Source: an optimization exercise on an open RTL-to-GDS flow (aim: small area, a short achievable clock period and few clock cycles per item). Production flows keep margins and buffers that such runs may drop. In this exercise RTL edits were held to simulation tests only and were not proved equivalent to the original.

## flow/design.v (module list and top-level ports; edited modules follow where they fit)
// module rs_xor2: 3 lines
// module rs_xnor2: 3 lines
// module rs_nand2: 3 lines
// module rs_nor2: 3 lines
// module rs_ornot: 3 lines
// module rs_nor2b: 3 lines
// module rs_a22o: 3 lines
// module rs_inv: 3 lines
// module far_rs_dec: 4991 lines
module far_rs_dec (
    input  wire         clk,
    input  wire         rst,
    input  wire         in_valid,
    output wire         in_ready,
    input  wire [159:0] in_cw,
    output reg          out_valid,
    output reg  [127:0] out_data,
    output reg  [1:0]   out_status,
    output reg  [19:0]  out_err_mask
);
  // ...
==> flow/flow/run.sh <==
#!/bin/bash
# The standard layout (standard.sh, standard synthesis included), with two
# changes passed to ORFS as make variables:
#  - every input and output port gets a sky130_fd_sc_hd__buf_1 buffer;
#  - CTS clusters up to 35 sinks per buffer and adds no dummy loads.
set -euo pipefail
bash standard.sh \
    "BUFFER_PORTS_ARGS=-buffer_cell sky130_fd_sc_hd__buf_1" \
    "CTS_ARGS=-sink_clustering_enable -sink_clustering_size 35 -sink_clustering_max_diameter 60 -repair_clock_nets -dont_use_dummy_load" \
    finish > standard.log 2>&1
==> flow/standard.sh <==
#!/bin/bash
# synth_recipe.tcl (not shown) runs the flow's synth.tcl, then flattens the netlist and writes it again
# the make line also repeats each setting of config.mk as NAME=value (left out here)
make -C /OpenROAD-flow-scripts/flow DESIGN_CONFIG=/design/flow/config.mk WORK_HOME=/design/flow/orfs CLKGATE_MAP_FILE= SYNTH_SCRIPT=/design/flow/synth_recipe.tcl "${@:-finish}"
==> flow/config.mk <==
export PLATFORM = sky130hd
export DESIGN_NAME = far_rs_dec
export DESIGN_NICKNAME = far_rs_dec
export VERILOG_FILES = /design/flow/design.v
export SDC_FILE = /design/flow/constraint.sdc
export NUM_CORES = 4
export LEC_CHECK = 0
export CAP_MARGIN = 20
export CORE_MARGIN = 2
export CORE_UTILIZATION = 45
export SLEW_MARGIN = 20
export SYNTH_HIERARCHICAL = 1
export SYNTH_MINIMUM_KEEP_SIZE = 0
==> flow/constraint.sdc <==
create_clock -name core_clock -period 56.0 [get_ports {clk}]
set_input_delay 11.2000 -clock core_clock [delete_from_list [all_inputs] [get_ports {clk}]]
set_output_delay 11.2000 -clock core_clock [all_outputs]
set_load 0.01 [all_outputs]
==> summary.md, run 1 <==
Status
- timing/DRC/antenna clean — result of the run

Run
- 0 — Maximum Capacitance Violations

Clock network
- 0 — count of hold-fix buffers inserted at cts
- 0 — number of gates resized after CTS
- 0 — number of buffers inserted by post-CTS setup repair
- 2 — H-tree depth

Critical path
- register — Critical Path Start Type
- 35 — worst reg2reg path depth
- sky130_fd_sc_hd__dfxtp_1 — Slowest-stage cell, CP
- cw1[20]$_DFF_P_ — source of the worst register-to-register timing path
- 44800 ps — required arrival time at the worst endpoint

Placement
- 313 — number of buffer cells added on primary ports
- 44320 ps — worst slack, placed
- 1.07 — final weighted congestion of routability-driven global placement

Layout
- 12 — Non-clk invs
- 60.7% — proportion of cell area occupied by multi-input gates
- 38 — total of clock buffers placed in the layout
- cw1 — largest reg by FF count
- 21300 um2 — multi-input gate area in the final layout
- 2.70% — clock-cell share of area
- 10000 um2 — register area
- 376 — Non-CTS buffers

Drt
- 24400 — Vias
- 0 — final routed DRC violation total
- 23.9 um — WL/cell

Logic synthesis
- 52.1% — share of the synthesized netlist area taken by xor and xnor gates
- 4.72% — Synth Area in Compound Gates
- sky130_fd_sc_hd__xor2_1, sky130_fd_sc_hd__nand2_1, sky130_fd_sc_hd__dfxtp_1 — synth cell count leaders

Global routing
- 9 — antenna violations before repair

Timing
- 91.0 ps — skew final
- 0 — Hold Vio Cnt, Final
- 12320 ps — clock period minus worst slack

Floorplanning
- 268 um — die extent in x
- 96 — num rows

Worst hold path
- cw1[107]$_DFF_P_ — worst min-delay path startpoint

Testbench counts, summed over its fixed seeds: cycles 16,024, items 16,000.
==> run 2: changes to the inputs <==
==> flow/flow/run.sh (replaced) <==
#!/bin/bash
# The standard layout (standard.sh, standard synthesis included), with two
# changes passed to ORFS as make variables:
#  - every input and output port gets a sky130_fd_sc_hd__buf_1 buffer;
#  - CTS clusters up to 20 sinks per buffer and adds no dummy loads.
set -euo pipefail
bash standard.sh \
    "BUFFER_PORTS_ARGS=-buffer_cell sky130_fd_sc_hd__buf_1" \
    "CTS_ARGS=-sink_clustering_enable -sink_clustering_size 20 -sink_clustering_max_diameter 100 -repair_clock_nets -dont_use_dummy_load" \
    finish > standard.log 2>&1
==> run 2 against run 1 <==
Effect of this change: still clean on timing, DRC and antenna; synthesized area unchanged; routed wire length rose by 0.10%; critical path depth did not move; non-clock buffer count is the same; register-to-register slack hardly changed.
==> summary.md, run 2 <==
Layout
- cw1 — largest reg by FF count, unchanged
- 4725 — Final Instance Count excl. Fillers, was 4728
- 51.0% — share of the core filled with cells, was 51.1%
- cw1 (160), d2 (128), out_data (128) — Regs by FF count, unchanged
- sky130_fd_sc_hd__xor2_1 — most common cell after layout, fill and taps aside, unchanged
- sky130_fd_sc_hd__xor2_1, sky130_fd_sc_hd__nand2_1, sky130_fd_sc_hd__dfxtp_1 — commonest cells after routing, fill and taps aside, unchanged
- 10000 um2 — register area, unchanged
- 2.93% — share of post-route cells with drive strength above 1, was 3.04%
- 3950 — number of nets in the layout, was 3954
- 11.7% — area added between synthesis and finish, was 12.0%
- 21300 um2 — multi-input gate area in the final layout, unchanged
- 160 — max reg flops, unchanged
- 6634 — fill count, was 6623

Logic synthesis
- 52 — Netlist cell types, unchanged
- 500 — number of synthesized register bits, unchanged
- sky130_fd_sc_hd__dfxtp_1 — Post-synth top flop, unchanged
- sky130_fd_sc_hd__xor2_1 — most common cell in the netlist, unchanged
- sky130_fd_sc_hd__xor2_1, sky130_fd_sc_hd__dfxtp_1, sky130_fd_sc_hd__nand2_1, sky130_fd_sc_hd__xnor2_1, sky130_fd_sc_hd__a22o_1 — cell types with the largest area share after synthesis, unchanged
- 31400 um2 — total standard cell area after synthesis, unchanged
- 9.25 um2 — mean post-synth cell area, unchanged
- 46.9% — share of Yosys cell area claimed by the top area cell type, unchanged
- sky130_fd_sc_hd__xor2_1, sky130_fd_sc_hd__nand2_1, sky130_fd_sc_hd__dfxtp_1 — synth cell count leaders, unchanged
- 3393 — number of instances in the synthesized netlist, unchanged
- sky130_fd_sc_hd__xor2_1 — library cell occupying the most area in the post-synthesis netlist, unchanged
- 7 — count of warnings emitted by yosys, unchanged
- 0 — number of synthesized flops with an enable pin, unchanged
- 31.9% — share of synthesized area occupied by flip-flops and latches, unchanged
- 0% — share of flip-flops with an asynchronous set or reset, unchanged

Timing
- 0 ps — Setup Total Neg Slack, unchanged
- 21.9% — period utilization, was 22.0%
- 0 — number of pins exceeding their max-slew limit in the final report, unchanged
- 0 — setup violators final, unchanged
- no — unrepaired setup endpoints after global routing, unchanged
- 0 — Hold Vio Cnt, Final, unchanged
- 0.0815 GHz — maximum clock frequency, was 0.0812 GHz
- 402 ps — Hold WS, was 367 ps
- 12270 ps — clock period minus worst slack, was 12320 ps
- 51.2 ps — skew final, was 91.0 ps
- 1100 ps — worst slew pin tran, was 1110 ps
- 26.2% — slew margin rel., was 25.8%

Worst hold path
- register to register — class of the worst hold path, unchanged
- d2[115]$_DFF_P_ — worst-case hold path end point, was d2[107]$_DFF_P_
- cw1[115]$_DFF_P_ — worst min-delay path startpoint, was cw1[107]$_DFF_P_
- 0 — hold depth, unchanged

Floorplanning
- 96 — num rows, unchanged
- 268 um — die height, unchanged
- 268 um — die extent in x, unchanged
- 71900 um2 — die area, unchanged
- 68800 um2 — area inside the core boundary, unchanged
- 315 — boundary pin count, unchanged
- 45.6% — initial core utilization, unchanged

Critical path
- 1070 ps — arrival time at the worst endpoint, was 1120 ps
- 44800 ps — required arrival time at the worst endpoint, about the same
- 1 — highest net fanout along the worst path, unchanged
- 330 ps — Max stage delay on crit path, was 340 ps
- flip-flops — CP top delay family, unchanged
- cw1[20]$_DFF_P_ — source of the worst register-to-register timing path, unchanged
- 1 — worst path bufs/invs, unchanged
- register — Critical Path Start Type, unchanged
- register to primary output — Worst Setup Path Type, unchanged
- sky130_fd_sc_hd__dfxtp_1 — Slowest-stage cell, CP, unchanged
- 35 — worst reg2reg path depth, unchanged
- buf_1 — cells along the critical path, unchanged
- primary output — crit path capture type, unchanged
- 44930 ps — worst-case register-to-register setup slack, was 44940 ps
- ir2[5]$_DFF_P_ — Reg2Reg Capture Point, unchanged

Drt
- 24.0 um — WL/cell, was 23.9 um
- 0 — Antenna Nets Post-Route, unchanged
- 24400 — Vias, about the same
- 0 — final routed DRC violation total, unchanged
- 5.16 — via density per instance, was 5.17
- 6 — Pre-Repair DR Iteration Count, was 8
- 113000 um — total detailed-routing wirelength, about the same
- 2374 — starting DRC count in detailed routing, was 2404

Global routing
- 53 — maximum number of pins on one net before global-route repair, unchanged
- 22700 — vias in the first global route, was 22800
- 159000 um — wire length of the first global-routing pass, about the same
- 30.7% — global routing usage summed across all routing layers, about the same
- 0 — Remaining Overflow, GRT, unchanged
- 12 — antenna violations before repair, was 9

Clock network
- 0 — number of gates resized after CTS, unchanged
- 80 ps — Worst-path clk slew, was 120 ps
- 2 — H-tree depth, unchanged
- sky130_fd_sc_hd__clkbuf_16 — cell chosen for the clock root, unchanged
- 0 — count of hold-fix buffers inserted at cts, unchanged
- 34 — cts bufs inserted, was 38
- 3 — CTS max path bufs, unchanged
- 0 — number of buffers inserted by post-CTS setup repair, unchanged
- 500 — Clock Sink Count, unchanged
- 580 ps — clock insertion delay at the later pin of the skew report, was 620 ps
- built — clock tree from TritonCTS, unchanged

Placement
- 1.07 — final weighted congestion of routability-driven global placement, unchanged
- 4682 — Placed Instances, unchanged
- 91200 um — detailed placer's ending HPWL, unchanged
- 313 — number of buffer cells added on primary ports, unchanged

Status
- timing/DRC/antenna clean — result of the run, unchanged

Run
- 0 — Maximum Capacitance Violations, unchanged

run 2: cell types whose count changed in the layout (fill, tap and decap cells not counted), sizes merged:
cell    previous run  this run
clkbuf            38        34
diode              8         9
run 2: through the flow:
step           area, um2  worst slack [ps]
6_report           35100             43730
3_5_place_dp       34200             44320
2_1_floorplan      31400             44470
4_1_cts            35000             43690
5_1_grt            35100             43680
3_3_place_gp       34200             44340
run 2: cells by family after synthesis:
kind of cell           after synthesis  share of synthesized area [%]
AND/OR/NAND/NOR                    812                           10.8
XOR/XNOR                          1866                           52.1
other                                2                         0.0239
flip-flops                         500                           31.9
AO/OA/AOI/OAI                      175                           4.72
buffers and inverters               38                          0.526
run 2: worst max-delay path by stage:
stage / startpoint / endpoint / slack [ps] / cells after the start
6_report: out_data[17]$_DFF_P_ / out_data[17] / 43730 / 1
5_1_grt: out_data[107]$_DFF_P_ / out_data[107] / 43680 / 1
4_1_cts: out_data[116]$_DFF_P_ / out_data[116] / 43690 / 1
3_5_place_dp: out_data[17]$_DFF_P_ / out_data[17] / 44320 / 1
3_3_place_gp: out_err_mask[7]$_DFF_P_ / out_err_mask[7] / 44340 / 1
2_1_floorplan: out_data[0]$_DFF_P_ / out_data[0] / 44470 / 0
run 2: cell type report:
class	instances	share of cell area [%]
flip-flops and latches	500	28.5
multi-input cells	2863	60.8
clock buffers	34	2.43
well taps	931	3.32
inverters	12	0.128
diodes	9	0.0642
repair buffers	376	4.69
run 2: metal layers:
layer	routed length (um)	share of wire, %	GRT usage, %
met5	49	0.043	0
met4	5150	4.6	13.1
met3	8980	7.9	4.47
met2	51700	46	49.4
met1	47300	42	40.8
run 2: per-module statistics from Yosys (local to each module, per instance):
module | area (um2) | flip-flops and latches | times used
rs_xnor2 | 8.76 | 0 | 184
rs_inv | 3.75 | 0 | 10
rs_nand2 | 3.75 | 0 | 586
far_rs_dec | 11600 | 500 | 1
rs_xor2 | 8.76 | 0 | 1680
rs_ornot | 6.26 | 0 | 6
rs_nor2 | 3.75 | 0 | 24
rs_a22o | 8.76 | 0 | 128

separate check: timing with driven ports:
No port has a modelled driver above. Below, the same layouts with a new extraction and two added sets of constraints.
Step 1 (the two cells are an assumption about what drives the block):
set clk [get_ports {clk}]
set_driving_cell -lib_cell sky130_fd_sc_hd__clkbuf_16 $clk
set_driving_cell -lib_cell sky130_fd_sc_hd__buf_2 [delete_from_list [all_inputs] $clk]
Step 2 times the ports against the registers' clock, not the clock port: input delays grow and output delays shrink by t, the midpoint of the rising clock arrivals with the driver on.
Three values: ideal ports, drivers, drivers and shift; two values: the first two.
run	t, ns	setup WS [ns]	worst slew at a driven data input, ns
run 1	0.627	43.681 / 43.624 / 44.252	0.09
run 2	0.615	43.734 / 43.673 / 44.288	0.10
After both steps setup and hold are still met in every run listed.
